What follows belongs to an exercise in optimizing a design on an open flow for small area, a short achievable clock period and few clock cycles per item; a production flow would make more cautious choices.
RTL that was checked went through simulation tests only; none was proved equivalent to the original.
Power figures rest on the tool's default switching activity, not on a simulated workload.

the baseline:
==> flow/design.v <==
module fpcvt (
    input  wire        clk,
    input  wire        rst,
    input  wire        in_valid,
    output wire        in_ready,
    input  wire [31:0] x,
    input  wire [3:0]  fmt,
    input  wire        ovf_ieee,
    input  wire        tern,
    output reg         out_valid,
    output reg  [31:0] y,
    output reg         flag_ovf,
    output reg         flag_nan
);
    assign in_ready = 1'b1;
    reg        v1;
    reg [31:0] x1;
    reg [3:0]  fmt1;
    reg        opt1;
    always @(posedge clk) begin
        if (rst) v1 <= 1'b0;
        else     v1 <= in_valid;
        x1   <= x;
        fmt1 <= fmt;
        opt1 <= fmt[3] ? tern : ovf_ieee;
    end
    wire        s    = x1[31];
    wire [7:0]  ex   = x1[30:23];
    wire [22:0] mx   = x1[22:0];
    wire        exz  = ~|ex;
    wire        exo  = &ex;
    wire        mxz  = ~|mx;
    wire f_fp32 = fmt1 == 4'h0;
    wire f_bf16 = fmt1 == 4'h1;
    wire f_fp16 = fmt1 == 4'h2;
    wire f_e4m3 = fmt1 == 4'h3;
    wire f_e5m2 = fmt1 == 4'h4;
    wire f_e3m2 = fmt1 == 4'h5;
    wire f_e2m3 = fmt1 == 4'h6;
    wire f_e2m1 = fmt1 == 4'h7;
    wire f_i32  = fmt1 == 4'h8;
    wire f_i16  = fmt1 == 4'h9;
    wire f_i8   = fmt1 == 4'hA;
    wire f_u8   = fmt1 == 4'hB;
    wire f_i4   = fmt1 == 4'hC;
    wire f_i2   = fmt1 == 4'hD;
    wire f_bin  = fmt1 == 4'hE;
    wire isint1 = fmt1[3];
    wire [5:0] c1 = f_fp16 ? 6'd6 : f_e4m3 ? 6'd21 : f_e5m2 ? 6'd14 : f_e3m2 ? 6'd26 :
                    f_e2m3 ? 6'd27 : f_e2m1 ? 6'd29 : 6'd30;
    wire [5:0] c2 = f_fp32 ? 6'd8   : f_bf16 ? 6'd24  : f_fp16 ? 6'd21  : (f_e4m3 | f_e2m3) ? 6'd28 :
                    (f_e5m2 | f_e3m2) ? 6'd29 : 6'd30;
    wire       fnorm = f_fp32 | f_bf16 |
                       ((f_fp16 | f_e5m2) & (ex >= 8'd113)) | (f_e4m3 & (ex >= 8'd121)) |
                       (f_e3m2 & (ex >= 8'd125)) | ((f_e2m3 | f_e2m1) & (ex >= 8'd127));
    wire       tsat  = (f_fp16 & (ex <= 8'd70)) | (f_e4m3 & (ex <= 8'd85)) | (f_e5m2 & (ex <= 8'd78)) |
                       (f_e3m2 & (ex <= 8'd90)) | (f_e2m3 & (ex <= 8'd91)) | (f_e2m1 & (ex <= 8'd93)) |
                       (isint1 & (ex <= 8'd94));
    wire [5:0] diff  = c1 - ex[5:0];
    wire [5:0] t     = fnorm ? c2 : (diff | {6{tsat}});
    wire [7:0] ehi =
          ({8{f_fp32 | f_bf16}} & ex)
        | ({8{fnorm & (f_fp16 | f_e5m2)}} & {3'd0, ~ex[4], ex[3:0]})
        | ({8{fnorm & f_e4m3}} & {4'd0, ~ex[3], ex[2:0]})
        | ({8{fnorm & f_e3m2}} & {5'd0, ~ex[2], ex[1:0]})
        | ({8{fnorm & (f_e2m3 | f_e2m1)}} & {6'd0, ~ex[1], ex[0]})
        | {7'd0, ~fnorm};
    wire [38:0] w     = {ehi, mx, 8'd0};
    wire [39:0] shv   = {w, 1'b0} >> t;
    reg  [22:0] smask;
    integer k;
    always @(*)
        for (k = 0; k < 23; k = k + 1)
            smask[k] = (t > k + 9);
    wire neg1 = isint1 & s;
    wire ipos_a = (f_i32 & (ex >= 8'd158)) | (f_i16 & (ex >= 8'd142)) | (f_i8 & (ex >= 8'd134)) |
                  (f_u8 & (ex >= 8'd135)) | (f_i4 & (ex >= 8'd130)) | (f_i2 & (ex >= 8'd128));
    wire ineg_a = (f_i32 & (ex >= 8'd159)) | (f_i16 & (ex >= 8'd143)) | (f_i8 & (ex >= 8'd135)) |
                  (f_u8 & (ex >= 8'd127)) | (f_i4 & (ex >= 8'd131)) |
                  (f_i2 & (opt1 ? (ex >= 8'd128) : (ex >= 8'd129)));
    wire ineg_c = (f_i32 & (ex == 8'd158)) | (f_i16 & (ex == 8'd142)) | (f_i8 & (ex == 8'd134)) |
                  f_u8 | (f_i4 & (ex == 8'd130)) |
                  (f_i2 & (opt1 ? (ex == 8'd127) : (ex == 8'd128)));
    wire fbig   = ((f_fp16 | f_e5m2) & (ex > 8'd142)) | (f_e4m3 & (ex > 8'd135)) |
                  (f_e3m2 & (ex > 8'd131)) | ((f_e2m3 | f_e2m1) & (ex > 8'd129));
    wire f_oa   = (fbig & ~exo) | (f_e4m3 & (ex == 8'd135) & (&mx[22:20]));
    wire f_oc   = (f_bf16 & (ex == 8'd254) & (&mx[22:16])) |
                  (f_fp16 & (ex == 8'd142) & (&mx[22:13])) |
                  (f_e5m2 & (ex == 8'd142) & (&mx[22:21])) |
                  (f_e4m3 & (ex == 8'd135) & (mx[22:20] == 3'b110)) |
                  (f_e3m2 & (ex == 8'd131) & (&mx[22:21])) |
                  (f_e2m3 & (ex == 8'd129) & (&mx[22:20])) |
                  (f_e2m1 & (ex == 8'd129) & mx[22]);
    wire bpos   = ~s & ~(exo & ~mxz) & ~(exz & mxz);
    wire oa1    = f_bin ? bpos : isint1 ? (s ? ineg_a : ipos_a) : f_oa;
    wire oc1    = isint1 ? (s ? ineg_c : 1'b1) : f_oc;
    reg        v2;
    reg [31:0] ain;
    reg        guard, stk;
    reg        s2, nan2, inf2, oa2, oc2, opt2;
    reg [3:0]  fmt2;
    always @(posedge clk) begin
        if (rst) v2 <= 1'b0;
        else     v2 <= v1;
        ain   <= shv[32:1] ^ {32{neg1}};
        guard <= shv[0];
        stk   <= |(mx & smask);
        s2    <= s;
        nan2  <= exo & ~mxz;
        inf2  <= exo & mxz;
        oa2   <= oa1;
        oc2   <= oc1;
        opt2  <= opt1;
        fmt2  <= fmt1;
    end
    wire g_fp32 = fmt2 == 4'h0;
    wire g_bf16 = fmt2 == 4'h1;
    wire g_fp16 = fmt2 == 4'h2;
    wire g_e4m3 = fmt2 == 4'h3;
    wire g_e5m2 = fmt2 == 4'h4;
    wire g_e3m2 = fmt2 == 4'h5;
    wire g_e2m3 = fmt2 == 4'h6;
    wire g_e2m1 = fmt2 == 4'h7;
    wire g_i32  = fmt2 == 4'h8;
    wire g_i16  = fmt2 == 4'h9;
    wire g_i8   = fmt2 == 4'hA;
    wire g_u8   = fmt2 == 4'hB;
    wire g_i4   = fmt2 == 4'hC;
    wire g_i2   = fmt2 == 4'hD;
    wire g_bin  = fmt2 == 4'hE;
    wire isint  = fmt2[3];
    wire neg    = isint & s2;
    wire        up    = guard & (stk | (ain[0] ^ neg));
    wire        cin   = up ^ neg;
    wire [7:0]  grp;
    wire [32:0] pre;
    genvar gi;
    generate for (gi = 0; gi < 8; gi = gi + 1) begin : g_grp
        assign grp[gi] = &ain[4*gi+3:4*gi];
    end endgenerate
    wire [8:0]  gpre;
    assign gpre[0] = 1'b1;
    generate for (gi = 1; gi < 9; gi = gi + 1) begin : g_gpre
        assign gpre[gi] = gpre[gi-1] & grp[gi-1];
    end endgenerate
    generate for (gi = 0; gi < 8; gi = gi + 1) begin : g_pre
        assign pre[4*gi]   = gpre[gi];
        assign pre[4*gi+1] = gpre[gi] & ain[4*gi];
        assign pre[4*gi+2] = gpre[gi] & (&ain[4*gi+1:4*gi]);
        assign pre[4*gi+3] = gpre[gi] & (&ain[4*gi+2:4*gi]);
    end endgenerate
    assign pre[32] = gpre[8];
    wire [31:0] r     = ain ^ ({32{cin}} & pre[31:0]);
    wire lb = (g_i32 & pre[31]) | (g_i16 & pre[15]) | (g_i8 & pre[7]) |
              (g_u8 & (s2 | pre[8])) | (g_i4 & pre[3]) |
              (g_i2 & ((s2 & opt2) | ain[0])) | ~isint;
    wire ovf  = oa2 | (neg ? (oc2 & (~lb | up)) : (oc2 & up & lb));
    wire [31:0] wmask = g_fp32 | g_i32 ? 32'hFFFFFFFF :
                        (g_bf16 | g_fp16 | g_i16) ? 32'h0000FFFF :
                        (g_e4m3 | g_e5m2 | g_i8 | g_u8) ? 32'h000000FF :
                        (g_e3m2 | g_e2m3) ? 32'h0000003F :
                        (g_e2m1 | g_i4) ? 32'h0000000F :
                        g_i2 ? 32'h00000003 : 32'h00000001;
    wire [31:0] wtop  = wmask ^ {1'b0, wmask[31:1]};    
    wire fhasinf = g_fp32 | g_bf16 | g_fp16 | g_e5m2;
    wire fhasnan = fhasinf | g_e4m3;
    wire selr = ~nan2 & ~inf2 & ~ovf & ~g_bin;
    wire [31:0] fnan = g_fp32 ? 32'h7FC00000 : g_bf16 ? 32'h7FC0 : g_fp16 ? 32'h7E00 :
                       g_e5m2 ? 32'h7E : g_e4m3 ? 32'h7F : 32'd0;
    wire [31:0] finf = g_fp32 ? 32'h7F800000 : (g_bf16 ? 32'h7F80 : 32'd0) | (g_fp16 ? 32'h7C00 : 32'd0) |
                       (g_e5m2 ? 32'h7C : 32'd0);
    wire [31:0] fmax = g_fp32 ? 32'h7F7FFFFF : g_bf16 ? 32'h7F7F : g_fp16 ? 32'h7BFF :
                       g_e5m2 ? 32'h7B : g_e4m3 ? 32'h7E : (g_e3m2 | g_e2m3) ? 32'h1F : 32'h7;
    wire useinf = fhasinf & (inf2 | opt2);
    wire [31:0] fcon = nan2 ? fnan : ((useinf ? finf : fmax) | (wtop & {32{s2}}));
    wire [31:0] icon = nan2 ? 32'd0 :
                       s2 ? (g_u8 ? 32'd0 : (g_i2 & opt2) ? 32'h3 : wtop) :
                            (g_u8 ? 32'hFF : {1'b0, wmask[31:1]});
    wire [31:0] ccon = g_bin ? {31'd0, oa2} : isint ? icon : fcon;
    wire [31:0] res   = selr ? ((r & wmask) | (wtop & {32{s2 & ~isint}})) : ccon;
    wire        r_nan = nan2 & ~(fhasnan & ~isint);
    wire        r_ovf = ~nan2 & ~g_bin & ((inf2 & ~isint) ? ~fhasinf : ovf);
    always @(posedge clk) begin
        if (rst) out_valid <= 1'b0;
        else     out_valid <= v2;
        y        <= res;
        flag_ovf <= r_ovf;
        flag_nan <= r_nan;
    end
endmodule
Settings: LEC_CHECK=0, CAP_MARGIN=20, CORE_MARGIN=2, CORE_UTILIZATION=40, CTS_BUF_LIST=sky130_fd_sc_hd__clkbuf_8, SLEW_MARGIN=20; clock period 17.0 ns.
standard.sh (not shown) runs the stock make flow with config.mk's settings and CLKGATE_MAP_FILE= SYNTH_SCRIPT=/design/flow/synth_recipe.tcl, a recipe that flattens the netlist after the stock synthesis.
==> flow/flow/run.sh <==
#!/bin/bash
set -euo pipefail
export BUFFER_PORTS_ARGS="-buffer_cell sky130_fd_sc_hd__buf_2"
export SETUP_SLACK_MARGIN=12.6
export CTS_ARGS="-sink_clustering_enable -repair_clock_nets -buf_list sky130_fd_sc_hd__clkbuf_8 -dont_use_dummy_load"
bash standard.sh > standard.log 2>&1
[inputs] the candidate vs the baseline
-- flow/design.v --
<<< the baseline, line 18
    reg [3:0]  fmt1;
    reg        opt1;
    always @(posedge clk) begin
        if (rst) v1 <= 1'b0;
>>> the candidate, line 18
    reg [3:0]  fmt1;
    reg        opt1;
    reg [5:0]  c1;
    always @(posedge clk) begin
        if (rst) v1 <= 1'b0;
<<< the baseline, line 24
        fmt1 <= fmt;
        opt1 <= fmt[3] ? tern : ovf_ieee;
    end
    wire        s    = x1[31];
>>> the candidate, line 25
        fmt1 <= fmt;
        opt1 <= fmt[3] ? tern : ovf_ieee;
        c1   <= (fmt == 4'h2) ? 6'd6 : (fmt == 4'h3) ? 6'd21 : (fmt == 4'h4) ? 6'd14 : (fmt == 4'h5) ? 6'd26 :
                (fmt == 4'h6) ? 6'd27 : (fmt == 4'h7) ? 6'd29 : 6'd30;
    end
    wire        s    = x1[31];
<<< the baseline, line 47
    wire f_bin  = fmt1 == 4'hE;
    wire isint1 = fmt1[3];
    wire [5:0] c1 = f_fp16 ? 6'd6 : f_e4m3 ? 6'd21 : f_e5m2 ? 6'd14 : f_e3m2 ? 6'd26 :
                    f_e2m3 ? 6'd27 : f_e2m1 ? 6'd29 : 6'd30;
    wire [5:0] c2 = f_fp32 ? 6'd8   : f_bf16 ? 6'd24  : f_fp16 ? 6'd21  : (f_e4m3 | f_e2m3) ? 6'd28 :
                    (f_e5m2 | f_e3m2) ? 6'd29 : 6'd30;
>>> the candidate, line 50
    wire f_bin  = fmt1 == 4'hE;
    wire isint1 = fmt1[3];
    wire [5:0] c2 = f_fp32 ? 6'd8   : f_bf16 ? 6'd24  : f_fp16 ? 6'd21  : (f_e4m3 | f_e2m3) ? 6'd28 :
                    (f_e5m2 | f_e3m2) ? 6'd29 : 6'd30;
<<< the baseline, line 133
    wire        up    = guard & (stk | (ain[0] ^ neg));
    wire        cin   = up ^ neg;
    wire [7:0]  grp;
    wire [32:0] pre;
    genvar gi;
    generate for (gi = 0; gi < 8; gi = gi + 1) begin : g_grp
        assign grp[gi] = &ain[4*gi+3:4*gi];
    end endgenerate
    wire [8:0]  gpre;
    assign gpre[0] = 1'b1;
    generate for (gi = 1; gi < 9; gi = gi + 1) begin : g_gpre
        assign gpre[gi] = gpre[gi-1] & grp[gi-1];
    end endgenerate
    generate for (gi = 0; gi < 8; gi = gi + 1) begin : g_pre
        assign pre[4*gi]   = gpre[gi];
        assign pre[4*gi+1] = gpre[gi] & ain[4*gi];
        assign pre[4*gi+2] = gpre[gi] & (&ain[4*gi+1:4*gi]);
        assign pre[4*gi+3] = gpre[gi] & (&ain[4*gi+2:4*gi]);
    end endgenerate
    assign pre[32] = gpre[8];
    wire [31:0] r     = ain ^ ({32{cin}} & pre[31:0]);
    wire lb = (g_i32 & pre[31]) | (g_i16 & pre[15]) | (g_i8 & pre[7]) |
              (g_u8 & (s2 | pre[8])) | (g_i4 & pre[3]) |
              (g_i2 & ((s2 & opt2) | ain[0])) | ~isint;
    wire ovf  = oa2 | (neg ? (oc2 & (~lb | up)) : (oc2 & up & lb));
>>> the candidate, line 134
    wire        up    = guard & (stk | (ain[0] ^ neg));
    wire        cin   = up ^ neg;
    wire [31:0] r     = ain + {31'd0, cin};
    wire lb = (g_i32 & (&ain[30:0])) | (g_i16 & (&ain[14:0])) | (g_i8 & (&ain[6:0])) |
              (g_u8 & (s2 | (&ain[7:0]))) | (g_i4 & (&ain[2:0])) |
              (g_i2 & ((s2 & opt2) | ain[0])) | ~isint;
    wire ovf  = oa2 | (neg ? (oc2 & (~lb | up)) : (oc2 & up & lb));
Results
On the candidate: fraction of standard cell area that is sequential is 0.77 points lower than what the baseline gave. Worst-case hold slack: the candidate > the baseline. The placeable core area in the candidate sits 8.0% above the value recorded for the baseline. Delta(clock power, the candidate - the baseline) < 0. The baseline reports its capturing element of the worst setup path as y[0] while the candidate reports y[18]. Share of cell area taken by multi-input logic gates: the candidate higher than the baseline. Side by side, fraction of layout cells with a size suffix above 1 turned out higher in the candidate than in the baseline. The die used by the candidate is larger than the one used by the baseline.
Function was not checked in any run of this note: the RTL went through the layout flow alone.

========
== v6 ==
Another version of the RTL of fpcvt (not shown whole).
Size in the first run: about 1100 cells after synthesis, about 77 I/O pins, about 0.0090 mm2 of cells after synthesis.
==> flow/design.v (excerpt) <==
module fpcvt (
    input  wire        clk,
    input  wire        rst,
    input  wire        in_valid,
    output wire        in_ready,
    input  wire [31:0] x,
    input  wire [3:0]  fmt,
    input  wire        ovf_ieee,
    input  wire        tern,
    output reg         out_valid,
    output reg  [31:0] y,
    output reg         flag_ovf,
    output reg         flag_nan
);
==> flow/config.mk <==
export PLATFORM = sky130hd
export DESIGN_NAME = fpcvt
export DESIGN_NICKNAME = fpcvt
export VERILOG_FILES = /design/flow/design.v
export SDC_FILE = /design/flow/constraint.sdc
export NUM_CORES = 4
export LEC_CHECK = 0
export CAP_MARGIN = 20
export CORE_MARGIN = 2
export CORE_UTILIZATION = 40
export CTS_BUF_LIST = sky130_fd_sc_hd__clkbuf_8
export SLEW_MARGIN = 20
==> flow/constraint.sdc <==
create_clock -name core_clock -period 17.0 [get_ports {clk}]
set_input_delay 3.4000 -clock core_clock [delete_from_list [all_inputs] [get_ports {clk}]]
set_output_delay 3.4000 -clock core_clock [all_outputs]
set_load 0.01 [all_outputs]
==> flow/flow/run.sh <==
#!/bin/bash
# The standard layout, with the ports buffered by a plain buffer
# (sky130_fd_sc_hd__buf_2) instead of the delay buffer buffer_ports
# picks by default. Everything else is the standard.sh unchanged.
set -euo pipefail
export BUFFER_PORTS_ARGS="-buffer_cell sky130_fd_sc_hd__buf_2"
bash standard.sh > standard.log 2>&1
### v6 -> v7
-- flow/design.v --
<<< v6, line 18
    reg [3:0]  fmt1;
    reg        opt1;
    reg [5:0]  c1;
    always @(posedge clk) begin
        if (rst) v1 <= 1'b0;
>>> v7, line 18
    reg [3:0]  fmt1;
    reg        opt1;
    always @(posedge clk) begin
        if (rst) v1 <= 1'b0;
<<< v6, line 25
        fmt1 <= fmt;
        opt1 <= fmt[3] ? tern : ovf_ieee;
        c1   <= (fmt == 4'h2) ? 6'd6 : (fmt == 4'h3) ? 6'd21 : (fmt == 4'h4) ? 6'd14 : (fmt == 4'h5) ? 6'd26 :
                (fmt == 4'h6) ? 6'd27 : (fmt == 4'h7) ? 6'd29 : 6'd30;
    end
    wire        s    = x1[31];
>>> v7, line 24
        fmt1 <= fmt;
        opt1 <= fmt[3] ? tern : ovf_ieee;
    end
    wire        s    = x1[31];
<<< v6, line 50
    wire f_bin  = fmt1 == 4'hE;
    wire isint1 = fmt1[3];
    wire [5:0] c2 = f_fp32 ? 6'd8   : f_bf16 ? 6'd24  : f_fp16 ? 6'd21  : (f_e4m3 | f_e2m3) ? 6'd28 :
                    (f_e5m2 | f_e3m2) ? 6'd29 : 6'd30;
>>> v7, line 47
    wire f_bin  = fmt1 == 4'hE;
    wire isint1 = fmt1[3];
    wire [5:0] c1 = f_fp16 ? 6'd6 : f_e4m3 ? 6'd21 : f_e5m2 ? 6'd14 : f_e3m2 ? 6'd26 :
                    f_e2m3 ? 6'd27 : f_e2m1 ? 6'd29 : 6'd30;
    wire [5:0] c2 = f_fp32 ? 6'd8   : f_bf16 ? 6'd24  : f_fp16 ? 6'd21  : (f_e4m3 | f_e2m3) ? 6'd28 :
                    (f_e5m2 | f_e3m2) ? 6'd29 : 6'd30;
<<< v6, line 97
    wire oc1    = isint1 ? (s ? ineg_c : 1'b1) : f_oc;
    reg        v2;
    reg [31:0] kept;
    reg        guard, stk;
    reg        s2, nan2, inf2, oa2, oc2, opt2;
>>> v7, line 96
    wire oc1    = isint1 ? (s ? ineg_c : 1'b1) : f_oc;
    reg        v2;
    reg [31:0] ain;
    reg        guard, stk;
    reg        s2, nan2, inf2, oa2, oc2, opt2;
<<< v6, line 104
        if (rst) v2 <= 1'b0;
        else     v2 <= v1;
        kept  <= shv[32:1];
        guard <= shv[0];
        stk   <= |(mx & smask);
>>> v7, line 103
        if (rst) v2 <= 1'b0;
        else     v2 <= v1;
        ain   <= shv[32:1] ^ {32{neg1}};
        guard <= shv[0];
        stk   <= |(mx & smask);
<<< v6, line 132
    wire isint  = fmt2[3];
    wire neg    = isint & s2;
    wire        up    = guard & (stk | kept[0]);
    wire [31:0] ain   = kept ^ {32{neg}};
    wire        cin   = up ^ neg;
    wire [31:0] r     = ain + {31'd0, cin};
>>> v7, line 131
    wire isint  = fmt2[3];
    wire neg    = isint & s2;
    wire        up    = guard & (stk | (ain[0] ^ neg));
    wire        cin   = up ^ neg;
    wire [31:0] r     = ain + {31'd0, cin};
### Flow results
Compared with v6, in v7 final-layout fill cell count moved down; number of non-clock buffers moved up; slack of the worst reg-to-reg path moved up; sequential cell count moved down; overall routing resource usage moved down.
The portion of total power attributed to the clock network of v7 is lower than that of v6.
The violation count after the first detailed-routing iteration in v7 is 0.935 times that in v6.
When v7 is measured against v6, its total power of the final layout turns out about 9% lower.
Combinational power (v7 / v6): 0.858
Testbench counts of v7, summed over its fixed seeds: cycles 24,024, items 24,000.
No functional check of the RTL was part of v6.

static timing again, ports no longer ideal:
The flow's constraints put no driver on any port. The routed layouts listed below were extracted and timed again, unchanged, in two steps.
Step 1 assumes that a clkbuf_16 drives the clock port and a buf_2 every other input.
Step 2 also shifts input and output timing later by t, the mid clock arrival at the registers, as if the neighbouring blocks saw the same clock.
Slacks: ideal / step 1 / step 2; pairs: ideal / step 1.
run | t, ns | setup WS [ns] | latest minus earliest clock arrival (ns)
the baseline | 0.485 | 12.699 / 12.660 / 12.808 | 0.022 / 0.023
the candidate | 0.466 | 12.728 / 12.687 / 12.770 | 0.024 / 0.024
v6 | 0.498 | 11.995 / 11.995 / 11.995 | 0.020 / 0.020
v7 | 0.496 | 12.217 / 12.217 / 12.217 | 0.018 / 0.017
After both steps every run listed still meets setup and hold.
